Context: an optimization exercise on an open-source flow, tuned for small area. The choices shown serve that exercise and are no tape-out recipe.
Only simulation tests tie the RTL to the original design; equivalence was not proved.
Power figures rest on the tool's default switching activity, not on a simulated workload.

## flow/constraint.sdc

```tcl
create_clock -name core_clock -period 20.0 [get_ports {clk}]
set_input_delay 4.0000 -clock core_clock [delete_from_list [all_inputs] [get_ports {clk}]]
set_output_delay 4.0000 -clock core_clock [all_outputs]
set_load 0.01 [all_outputs]
```

## flow/config.mk

```make
export PLATFORM = sky130hd
export DESIGN_NAME = dialect_seq
export DESIGN_NICKNAME = dialect_seq
export VERILOG_FILES = /design/flow/design.v
export SDC_FILE = /design/flow/constraint.sdc
export NUM_CORES = 4
export LEC_CHECK = 0
export CAP_MARGIN = 20
export CORE_MARGIN = 2
export CORE_UTILIZATION = 40
export SLEW_MARGIN = 20
```

## flow/design.v

```verilog
module dialect_seq (
    input  wire        clk,
    input  wire        rst,           
    input  wire        start,         
    input  wire        abort_req,         
    input  wire [11:0] entry,
    input  wire        stopreq,
    input  wire        token,
    input  wire [3:0]  port_num,
    input  wire [23:0] trib_cycle,
    input  wire [63:0] time_in,       
    output wire [11:0] imem_addr,
    input  wire [31:0] imem_rdata,
    output wire [12:0] dmem_addr,
    output wire [31:0] dmem_wdata,
    output wire [3:0]  dmem_be,
    input  wire [31:0] dmem_rdata,
    input  wire        rxd,
    output reg         txd,
    output reg         de,
    output reg  [2:0]  exec_state,
    output wire [11:0] pc_out,
    output reg  [3:0]  trap_code,
    output reg  [31:0] trap_word,
    output reg  [31:0] trap_arg,
    input  wire [3:0]  reg_sel,
    output wire [31:0] reg_data
);
    localparam [2:0] ST_IDLE = 3'd0, ST_EXEC = 3'd1, ST_WAIT = 3'd2,
                     ST_STOP = 3'd3, ST_TRAP = 3'd4;
    localparam [3:0] T_ILLEGAL = 4'd1, T_BOUND = 4'd2, T_PC = 4'd3,
                     T_DMEM = 4'd4, T_USER = 4'd8, T_OPERAND = 4'd9;
    localparam [5:0] OP_ADD = 6'h01, OP_SUB = 6'h02, OP_AND = 6'h03,
                     OP_OR = 6'h04, OP_XOR = 6'h05, OP_SHL = 6'h06,
                     OP_SHR = 6'h07, OP_ADDI = 6'h09, OP_ANDI = 6'h0A,
                     OP_ORI = 6'h0B, OP_XORI = 6'h0C, OP_SHLI = 6'h0D,
                     OP_SHRI = 6'h0E, OP_LI = 6'h0F, OP_LDW = 6'h10,
                     OP_LDB = 6'h11, OP_STW = 6'h12, OP_STB = 6'h13,
                     OP_CHKR = 6'h17, OP_BEQ = 6'h18, OP_BNE = 6'h19,
                     OP_BLTU = 6'h1A, OP_BGEU = 6'h1B, OP_JMP = 6'h1C,
                     OP_CALL = 6'h1D, OP_JR = 6'h1E, OP_CHK = 6'h1F,
                     OP_DE = 6'h24, OP_DRAIN = 6'h25, OP_WEDGE = 6'h26,
                     OP_WAIT = 6'h27, OP_TXL = 6'h28, OP_RXL = 6'h29,
                     OP_MFS = 6'h3C, OP_HALT = 6'h3D, OP_NOP = 6'h3E,
                     OP_EXT = 6'h3F;
    reg [31:0] w [1:15];
    reg [11:0] pc;            
    reg        ext_valid;     
    reg [13:0] ext_hi;
    reg        second;        
    reg [31:0] wait_cnt;      
    reg [31:0] time_hi;       
    reg        rx_s1, rx_s2, rx_s3;
    wire active = (exec_state == ST_EXEC) || (exec_state == ST_WAIT);
    wire [12:0] ipc = ext_valid ? ({1'b0, pc} + 13'd1) : {1'b0, pc};
    assign imem_addr = ipc[11:0];
    assign pc_out    = pc;
    wire [31:0] word  = imem_rdata;
    wire [5:0]  op    = word[31:26];
    wire [3:0]  f_rd  = word[25:22];
    wire [3:0]  f_rs  = word[21:18];
    wire [3:0]  f_rt  = word[17:14];
    wire [17:0] imm18 = word[17:0];
    wire [13:0] low14 = word[13:0];
    wire [31:0] rs_val = (f_rs == 4'd0) ? 32'd0 : w[f_rs];
    wire [31:0] rt_val = (f_rt == 4'd0) ? 32'd0 : w[f_rt];
    wire [31:0] rd_val = (f_rd == 4'd0) ? 32'd0 : w[f_rd];
    wire zext = (op == OP_ANDI) || (op == OP_ORI) || (op == OP_XORI) ||
                (op == OP_CHK) || (op == OP_JMP) || (op == OP_CALL);
    wire [31:0] imm = ext_valid ? {ext_hi, imm18} :
                      zext      ? {14'd0, imm18} :
                                  {{14{imm18[17]}}, imm18};
    wire is_fmt_a = (op >= OP_ADD && op <= OP_SHR) || (op == OP_CHKR) ||
                    (op == OP_JR) || (op == OP_DRAIN) || (op == OP_RXL) ||
                    (op == OP_NOP);
    reg legal;
    always @* begin
        case (op)
            OP_ADD, OP_SUB, OP_AND, OP_OR, OP_XOR, OP_SHL, OP_SHR:
                legal = (low14 == 14'd0);
            OP_ADDI, OP_ANDI, OP_ORI, OP_XORI:
                legal = 1'b1;
            OP_SHLI, OP_SHRI:
                legal = (imm[31:5] == 27'd0);
            OP_LI:
                legal = (f_rs == 4'd0);
            OP_LDW, OP_LDB, OP_STW, OP_STB:
                legal = 1'b1;
            OP_CHKR:
                legal = (f_rd == 4'd0) && (low14 == 14'd0);
            OP_BEQ, OP_BNE, OP_BLTU, OP_BGEU:
                legal = 1'b1;
            OP_JMP, OP_CALL:
                legal = (word[25:18] == 8'd0);
            OP_JR:
                legal = (f_rd == 4'd0) && (f_rt == 4'd0) && (low14 == 14'd0);
            OP_CHK:
                legal = (f_rd == 4'd0);
            OP_DE, OP_TXL:
                legal = (f_rd == 4'd0) && (f_rs == 4'd0) && (imm[31:1] == 31'd0);
            OP_DRAIN, OP_NOP:
                legal = (word[25:0] == 26'd0);
            OP_WEDGE:
                legal = 1'b1;
            OP_WAIT:
                legal = (f_rd == 4'd0);
            OP_RXL:
                legal = (f_rs == 4'd0) && (f_rt == 4'd0) && (low14 == 14'd0);
            OP_MFS:
                legal = (f_rs == 4'd0) && (imm[31:3] == 29'd0);
            OP_HALT:
                legal = (f_rd == 4'd0) && (f_rs == 4'd0);
            OP_EXT:
                legal = !ext_valid && (word[25:14] == 12'd0);
            default:
                legal = 1'b0;
        endcase
        if (ext_valid && is_fmt_a)
            legal = 1'b0;
    end
    wire [31:0] sum_rr   = rs_val + rt_val;
    wire [31:0] diff_rr  = rs_val - rt_val;
    wire [31:0] sum_ri   = rs_val + imm;
    wire [31:0] shl_rr   = rs_val << rt_val[4:0];
    wire [31:0] shr_rr   = rs_val >> rt_val[4:0];
    wire [31:0] shl_ri   = rs_val << imm[4:0];
    wire [31:0] shr_ri   = rs_val >> imm[4:0];
    wire [31:0] daddr    = rs_val + imm;
    wire        is_word  = (op == OP_LDW) || (op == OP_STW);
    wire        daddr_bad = (daddr > 32'h0000_1FFF) || (is_word && daddr[1:0] != 2'b00);
    assign dmem_addr = daddr[12:0];
    wire [31:0] ld_byte_sh = dmem_rdata >> {daddr[1:0], 3'b000};
    wire [31:0] ld_byte    = {24'd0, ld_byte_sh[7:0]};
    wire [31:0] br_target = {20'd0, ipc[11:0]} + imm;
    wire [31:0] seq_next  = {19'd0, ipc} + 32'd1;
    reg         br_taken;
    always @* begin
        case (op)
            OP_BEQ:  br_taken = (rs_val == rt_val);
            OP_BNE:  br_taken = (rs_val != rt_val);
            OP_BLTU: br_taken = (rs_val <  rt_val);
            OP_BGEU: br_taken = (rs_val >= rt_val);
            default: br_taken = 1'b0;
        endcase
    end
    reg [31:0] mfs_val;
    always @* begin
        case (imm[2:0])
            3'd0: mfs_val = time_in[31:0];
            3'd1: mfs_val = time_hi;
            3'd2: mfs_val = {31'd0, stopreq};
            3'd3: mfs_val = {31'd0, token};
            3'd4: mfs_val = {28'd0, port_num};
            3'd5: mfs_val = 32'd0;
            3'd6: mfs_val = {8'd0, trib_cycle};
            default: mfs_val = 32'd254;
        endcase
    end
    wire rise = rx_s2 && !rx_s3;
    wire fall = !rx_s2 && rx_s3;
    wire edge_hit = (imm[0] && rise) || (imm[1] && fall);
    wire [31:0] wait_len = rs_val + imm;
    reg        done;          
    reg        go_second;     
    reg        go_wait;       
    reg        do_ext;        
    reg        trap;
    reg [3:0]  tcode;
    reg [31:0] targ;
    reg        halt_clean;
    reg        wr_en;
    reg [31:0] wr_val;
    reg [31:0] next_pc;
    reg        st_en;
    reg        set_de, set_txd, latch_hi;
    always @* begin
        done       = 1'b0;
        go_second  = 1'b0;
        go_wait    = 1'b0;
        do_ext     = 1'b0;
        trap       = 1'b0;
        tcode      = 4'd0;
        targ       = 32'd0;
        halt_clean = 1'b0;
        wr_en      = 1'b0;
        wr_val     = 32'd0;
        next_pc    = seq_next;
        st_en      = 1'b0;
        set_de     = 1'b0;
        set_txd    = 1'b0;
        latch_hi   = 1'b0;
        if (!legal) begin
            trap  = 1'b1;
            tcode = T_ILLEGAL;
            targ  = word;
        end else begin
            done = 1'b1;
            case (op)
                OP_ADD:  begin wr_en = 1'b1; wr_val = sum_rr; end
                OP_SUB:  begin wr_en = 1'b1; wr_val = diff_rr; end
                OP_AND:  begin wr_en = 1'b1; wr_val = rs_val & rt_val; end
                OP_OR:   begin wr_en = 1'b1; wr_val = rs_val | rt_val; end
                OP_XOR:  begin wr_en = 1'b1; wr_val = rs_val ^ rt_val; end
                OP_SHL:  begin wr_en = 1'b1; wr_val = shl_rr; end
                OP_SHR:  begin wr_en = 1'b1; wr_val = shr_rr; end
                OP_ADDI: begin wr_en = 1'b1; wr_val = sum_ri; end
                OP_ANDI: begin wr_en = 1'b1; wr_val = rs_val & imm; end
                OP_ORI:  begin wr_en = 1'b1; wr_val = rs_val | imm; end
                OP_XORI: begin wr_en = 1'b1; wr_val = rs_val ^ imm; end
                OP_SHLI: begin wr_en = 1'b1; wr_val = shl_ri; end
                OP_SHRI: begin wr_en = 1'b1; wr_val = shr_ri; end
                OP_LI:   begin wr_en = 1'b1; wr_val = imm; end
                OP_LDW, OP_LDB, OP_STW, OP_STB: begin
                    if (daddr_bad) begin
                        trap = 1'b1; tcode = T_DMEM; targ = daddr;
                    end else if (op == OP_LDW) begin
                        wr_en = 1'b1; wr_val = dmem_rdata;
                    end else if (op == OP_LDB) begin
                        wr_en = 1'b1; wr_val = ld_byte;
                    end else begin
                        st_en = 1'b1;
                    end
                end
                OP_CHK: begin
                    if (rs_val >= imm) begin
                        trap = 1'b1; tcode = T_BOUND; targ = rs_val;
                    end
                end
                OP_CHKR: begin
                    if (rs_val >= rt_val) begin
                        trap = 1'b1; tcode = T_BOUND; targ = rs_val;
                    end
                end
                OP_BEQ, OP_BNE, OP_BLTU, OP_BGEU: begin
                    if (br_taken) next_pc = br_target;
                end
                OP_JMP:  next_pc = imm;
                OP_CALL: begin
                    next_pc = imm;
                    wr_en   = 1'b1;
                    wr_val  = seq_next;
                end
                OP_JR:   next_pc = rs_val;
                OP_DE:   set_de = 1'b1;
                OP_TXL:  set_txd = 1'b1;
                OP_DRAIN, OP_NOP: ;
                OP_RXL:  begin wr_en = 1'b1; wr_val = {31'd0, rx_s2}; end
                OP_MFS: begin
                    wr_en  = 1'b1;
                    wr_val = mfs_val;
                    if (imm[2:0] == 3'd0) latch_hi = 1'b1;
                end
                OP_WAIT: begin
                    if (wait_cnt != wait_len) begin
                        done = 1'b0; go_wait = 1'b1;
                    end
                end
                OP_WEDGE: begin
                    if (imm[1:0] == 2'b00) begin
                        trap = 1'b1; tcode = T_OPERAND; targ = imm;
                    end else if (wait_cnt == rs_val) begin
                        wr_en = 1'b1; wr_val = 32'hFFFF_FFFF;
                    end else if (edge_hit) begin
                        wr_en = 1'b1; wr_val = wait_cnt;
                    end else begin
                        done = 1'b0; go_wait = 1'b1;
                    end
                end
                OP_HALT: begin
                    if (imm == 32'd0 && stopreq) begin
                        halt_clean = 1'b1;
                    end else begin
                        trap = 1'b1; tcode = T_USER; targ = imm;
                    end
                end
                OP_EXT: begin
                    done   = 1'b0;
                    do_ext = 1'b1;
                    if (ipc == 13'd4095) begin
                        trap = 1'b1; tcode = T_PC; targ = 32'd4096;
                    end
                end
                default: ;
            endcase
            if (!trap && ((op == OP_JMP) || (op == OP_CALL) || (op == OP_JR) || br_taken)
                && !second) begin
                done = 1'b0; go_second = 1'b1;
            end
            if (!trap && !halt_clean && (done || go_second) && next_pc > 32'd4095) begin
                trap = 1'b1; tcode = T_PC; targ = next_pc;
                done = 1'b0; go_second = 1'b0;
            end
            if (trap) begin
                done = 1'b0; go_wait = 1'b0; do_ext = 1'b0;
                wr_en = 1'b0; st_en = 1'b0; set_de = 1'b0; set_txd = 1'b0;
                latch_hi = 1'b0;
            end
            if (halt_clean) done = 1'b0;
        end
    end
    wire commit = active && done;
    assign dmem_be    = (commit && st_en) ?
                        ((op == OP_STW) ? 4'b1111 : (4'b0001 << daddr[1:0])) : 4'b0000;
    assign dmem_wdata = (op == OP_STW) ? rd_val : {4{rd_val[7:0]}};
    assign reg_data = (reg_sel == 4'd0) ? 32'd0 : w[reg_sel];
    integer i;
    always @(posedge clk) begin
        if (rst) begin
            rx_s1 <= 1'b0;
            rx_s2 <= 1'b0;
            rx_s3 <= 1'b0;
        end else begin
            rx_s1 <= rxd;
            rx_s2 <= rx_s1;
            rx_s3 <= rx_s2;
        end
    end
    always @(posedge clk) begin
        if (rst) begin
            for (i = 1; i < 16; i = i + 1) w[i] <= 32'd0;
            pc         <= 12'd0;
            ext_valid  <= 1'b0;
            ext_hi     <= 14'd0;
            second     <= 1'b0;
            wait_cnt   <= 32'd0;
            time_hi    <= 32'd0;
            exec_state <= ST_IDLE;
            trap_code  <= 4'd0;
            trap_word  <= 32'd0;
            trap_arg   <= 32'd0;
            txd        <= 1'b1;
            de         <= 1'b0;
        end else begin
            if (commit) begin
                if (wr_en && f_rd != 4'd0) w[f_rd] <= wr_val;
                if (op == OP_CALL) w[15] <= wr_val;
                if (latch_hi) time_hi <= time_in[63:32];
                if (set_de)  de  <= imm[0];
                if (set_txd) txd <= imm[0];
                pc        <= next_pc[11:0];
                ext_valid <= 1'b0;
                second    <= 1'b0;
                wait_cnt  <= 32'd0;
                exec_state <= ST_EXEC;
            end
            if (active && go_second) second <= 1'b1;
            if (active && go_wait) begin
                wait_cnt   <= wait_cnt + 32'd1;
                exec_state <= ST_WAIT;
            end
            if (active && do_ext) begin
                ext_valid <= 1'b1;
                ext_hi    <= word[13:0];
            end
            if (start) begin
                for (i = 1; i < 16; i = i + 1) w[i] <= 32'd0;
                pc         <= entry;
                ext_valid  <= 1'b0;
                second     <= 1'b0;
                wait_cnt   <= 32'd0;
                    time_hi    <= 32'd0;
                exec_state <= ST_EXEC;
                trap_code  <= 4'd0;
                trap_word  <= 32'd0;
                trap_arg   <= 32'd0;
            end else if (abort_req) begin
                if (active) begin
                    exec_state <= ST_IDLE;
                    ext_valid  <= 1'b0;
                    second     <= 1'b0;
                    wait_cnt   <= 32'd0;
                    de         <= 1'b0;
                end
            end else if (active && trap) begin
                exec_state <= ST_TRAP;
                trap_code  <= tcode;
                trap_word  <= word;
                trap_arg   <= targ;
                ext_valid  <= 1'b0;
                second     <= 1'b0;
                wait_cnt   <= 32'd0;
                de         <= 1'b0;
            end else if (active && halt_clean) begin
                exec_state <= ST_STOP;
                de         <= 1'b0;
            end
        end
    end
endmodule
```

## flow/run.sh

```bash
#!/bin/bash
# synth_recipe.tcl (not shown) runs the flow's synth.tcl, then flattens the netlist and writes it again
# the make line also repeats each setting of config.mk as NAME=value (left out here)
make -C /OpenROAD-flow-scripts/flow DESIGN_CONFIG=/design/flow/config.mk WORK_HOME=/design/flow/orfs CLKGATE_MAP_FILE= SYNTH_SCRIPT=/design/flow/synth_recipe.tcl finish
```

==> flow_summary.json <==
{
  "outcome": "no timing/DRC/antenna violations",
  "cts_buffer_depth": 3,
  "fp.coreArea_um2": 150000,
  "path_buf_inv": 4,
  "drc": 0,
  "grt_util_all_layers_pct": 42.9,
  "chipWidth_um": 393,
  "post_cts_buffers": 0,
  "portBuffers": 356,
  "cts_root_buffer": "clkbuf_16",
  "grt_pass1_vias": 56300,
  "critPathMaxStageDelay_ns": 0.85,
  "critPathMaxFanout": 51,
  "path_cells": "buf_6, buf_4, and2_1, a221oi_1, a21oi_4, inv_1, ha_1, nand4_1, nor4_1, nand2_1, or2_2, mux2i_1, nand3b_1, nand2_1, o21a_1, o21ai_0, and4bb_2, nand2_1, nor2_2, nand3_1, a21oi_1, clkdlybuf4s50_1",
  "cp_top_family": "simple AND/OR/NAND/NOR gates",
  "cts.sinks": 680,
  "synth_flop_cell": "edfxtp_1",
  "relSlewSlack_pct": 17.1,
  "fin_crit_ns": 17.03,
  "yosysSeqAreaShare_pct": 31.0,
  "antenna_found_initial": 21,
  "endpoint_kind": "output port",
  "timing_worst_setup_path_type": "in -> out",
  "path_clk_slew_ns": 0.07,
  "clk_latency_ns": 0.75,
  "min_path_type": "reg -> reg",
  "async_reset_ff_share_pct": 0,
  "finalHoldViolCount": 0,
  "worstMarginPinSlew_ns": 1.24,
  "required_ns": 16.00,
  "final-seq-area_um2": 18700,
  "die_h_um": 393,
  "syn_area_um2": 60400,
  "dp.cells": 8175,
  "fin_cells": 8345,
  "gp_congestion": 1.12,
  "synth_edf_count": 512,
  "grt_max_degree": 105,
  "yosysWarnings": 1,
  "multiInputGateArea_um2": 38900,
  "finalCritPeriodShare_pct": 85.1,
  "fin_nets": 6572,
  "fillers": 14300,
  "design.die.area_um2": 154000,
  "postRouteAntennaNets": 0,
  "wirelength_um": 337000,
  "rsz0062_at_grt": "no",
  "ir_drop_uv": 75.8,
  "setup_tns_ns": 0,
  "slew_violations": 0,
  "placementRows": 142,
  "crit_top_cell": "nand2_1",
  "cts_hold_buf": 0,
  "startpoint_type": "primary input",
  "grt-ovfl-total": 0,
  "powerDensity_nw_per_um2": 69.1,
  "crit_arrival_ns": 13.03,
  "vias": 60000,
  "cts_buffers": 81,
  "dr.first_iter.drc_count": 9711,
  "wl_per_cell_um": 40.4,
  "drive_gt1_share_pct": 19.4,
  "syn2layout_area_growth_pct": 14.1,
  "cp_slowest_cell": "and2_1",
  "initial_core_util_pct": 40.3,
  "io_pins": 357,
  "cts_resized": 0,
  "dpl.hpwl_um": 234000,
  "total_leakage_power_nw": 24.5,
  "cap_violations": 0,
  "setup-violations-final": 0,
  "grt_pass1_wl_um": 459000,
  "fmax_ghz": 0.0587,
  "h-tree-depth": 3,
  "ys_ff_latch": 680,
  "synth_cells": 6140,
  "synth_cell_types": 104,
  "firstDrtPassIters": 8,
  "avgSynthCellArea_um2": 9.84,
  "tritoncts": "built",
  "fin_skew_ns": 0.0805,
  "viasPerCell": 7.19
}
-- cells in the mapped netlist (all sizes together), types with 62 or more instances --
cell type | instances | area, um2
dfxtp | 168 | 3360
mux2i | 292 | 2920
nand2b | 62 | 388
xnor2 | 116 | 1020
mux4 | 540 | 12200
ha | 144 | 1800
a211oi | 67 | 503
o211ai | 63 | 473
a221oi | 85 | 744
nand2 | 415 | 1560
o21ai | 341 | 1710
buf | 190 | 1110
a21oi | 323 | 1630
nor3 | 90 | 450
nor2b | 79 | 494
nand3 | 97 | 485
edfxtp | 512 | 15400
inv | 204 | 766
a31oi | 79 | 494
clkbuf | 402 | 1510
nor2 | 936 | 3750
-- metal layers --
metal | GRT usage [%] | vias to the layer above | wire, um
li1 | - | 23700 | -
met1 | 51.4 | 29500 | 116000
met2 | 62.5 | 5425 | 142000
met3 | 13.6 | 1421 | 44000
met4 | 36.3 | 8 | 35400
met5 | 0 | - | 56
-- cell families (layout without fill, tap and decap cells) --
family | Yosys count | after routing | synth area share [%]
XOR/XNOR | 159 | 159 | 2.43
AND/OR/NAND/NOR | 1967 | 1967 | 15.1
AO/OA/AOI/OAI | 1496 | 1496 | 16.6
flip-flops | 680 | 680 | 31.0
multiplexers | 890 | 890 | 26.1
adder cells (fa/ha/maj) | 148 | 148 | 3.12
other | 1 | 50 | 0.00621
buffers and inverters | 799 | 939 | 5.64
-- through the flow --
stage	total power, mW	setup WS, ns	util (%)	area, um2	hold WS [ns]
finish	4.76	2.97	46.0	68900	0.445
floorplan	2.51	5.51	-	60500	0.414
global placement	3.18	3.56	44.1	66100	0.425
CTS	4.68	3.31	45.9	68800	0.442
global route	4.85	2.88	45.9	68900	0.451
detailed placement	3.18	3.30	44.1	66200	0.424
-- where the power goes --
group | internal, mW | total [mW] | switching (mW)
clock network | 0.836 | 1.52 | 0.682
registers | 1.57 | 1.62 | 0.0543
logic | 0.564 | 1.62 | 1.06
total | 2.96 | 4.76 | 1.80
-- final timing paths --
check	end	cells past startpoint	from	slack [ns]
worst min register to register	rx_s2	1	rx_s1	0.44
worst max register to register	w[7][16]	19	w[15][10]	9.91
worst max-delay path	dmem_be[2]	22	imem_rdata[18]	2.97
worst min-delay path	rx_s2	1	rx_s1	0.44
-- state kept, by name, indices dropped and copies added, names as in the netlist --
signal,count
de,1
exec_state,3
ext_hi,14
ext_valid,1
pc,12
rx_s1,1
rx_s2,1
rx_s3,1
second,1
time_hi,32
trap_arg,32
trap_code,4
trap_word,32
txd,1
w,512
wait_cnt,32
-- cell type report --
class,count,share of cell area [%]
antenna,18,0.0653
clock buffer,96,3.08
clock inverter,53,0.788
inverter,207,1.13
multi-input combinational,4692,56.4
sequential,680,27.2
tap,2016,3.66
timing repair buffer,583,7.70
-- layout by cell type (no fill, tap or decap), types with 62 or more instances in the layout --
cell / netlist / layout
clkdlybuf4s50_1: 0 / 340
nor2b_1: 79 / 76
a21oi_1: 321 / 320
nor3_1: 90 / 82
edfxtp_1: 512 / 512
nand2b_1: 62 / 62
buf_4: 16 / 222
a221oi_1: 85 / 85
nor2_1: 841 / 835
nor2_2: 95 / 100
ha_1: 144 / 144
inv_1: 202 / 201
o21ai_0: 322 / 316
a31oi_1: 79 / 78
clkbuf_16: 0 / 81
xnor2_1: 115 / 114
mux2i_1: 292 / 285
nand2_1: 415 / 400
nand3_1: 97 / 96
mux4_2: 540 / 540
o211ai_1: 63 / 63
dfxtp_1: 168 / 168

==> re-timing with driven ports <==
In the flow no input, the clock included, has a driving cell. The finished layout below was timed again as built, in two steps. Step 1 sets driving cells, clkbuf_16 on the clock port and buf_2 on the other inputs (assumed; they add their load-dependent delay and slew). Step 2, shift: input delay + t, output delay - t, t = (earliest + latest rising clock arrival at the registers) / 2. This alone moves slack from input paths to output paths. Slacks: ideal / step 1 / step 2; pairs: ideal / step 1.
t (ns): 0.801
setup slack, ns: 2.972 / 2.917 / 2.917
worst hold slack (ns): 0.445 / 0.445 / 0.445
clock arrival spread, ns: 0.081 / 0.081
worst register clock-pin slew, ns: 0.07 / 0.07
After both steps setup and hold are still met in this run. The setup slack of this run moves by -0.055 ns with the drivers and by -0.055 ns with both steps.
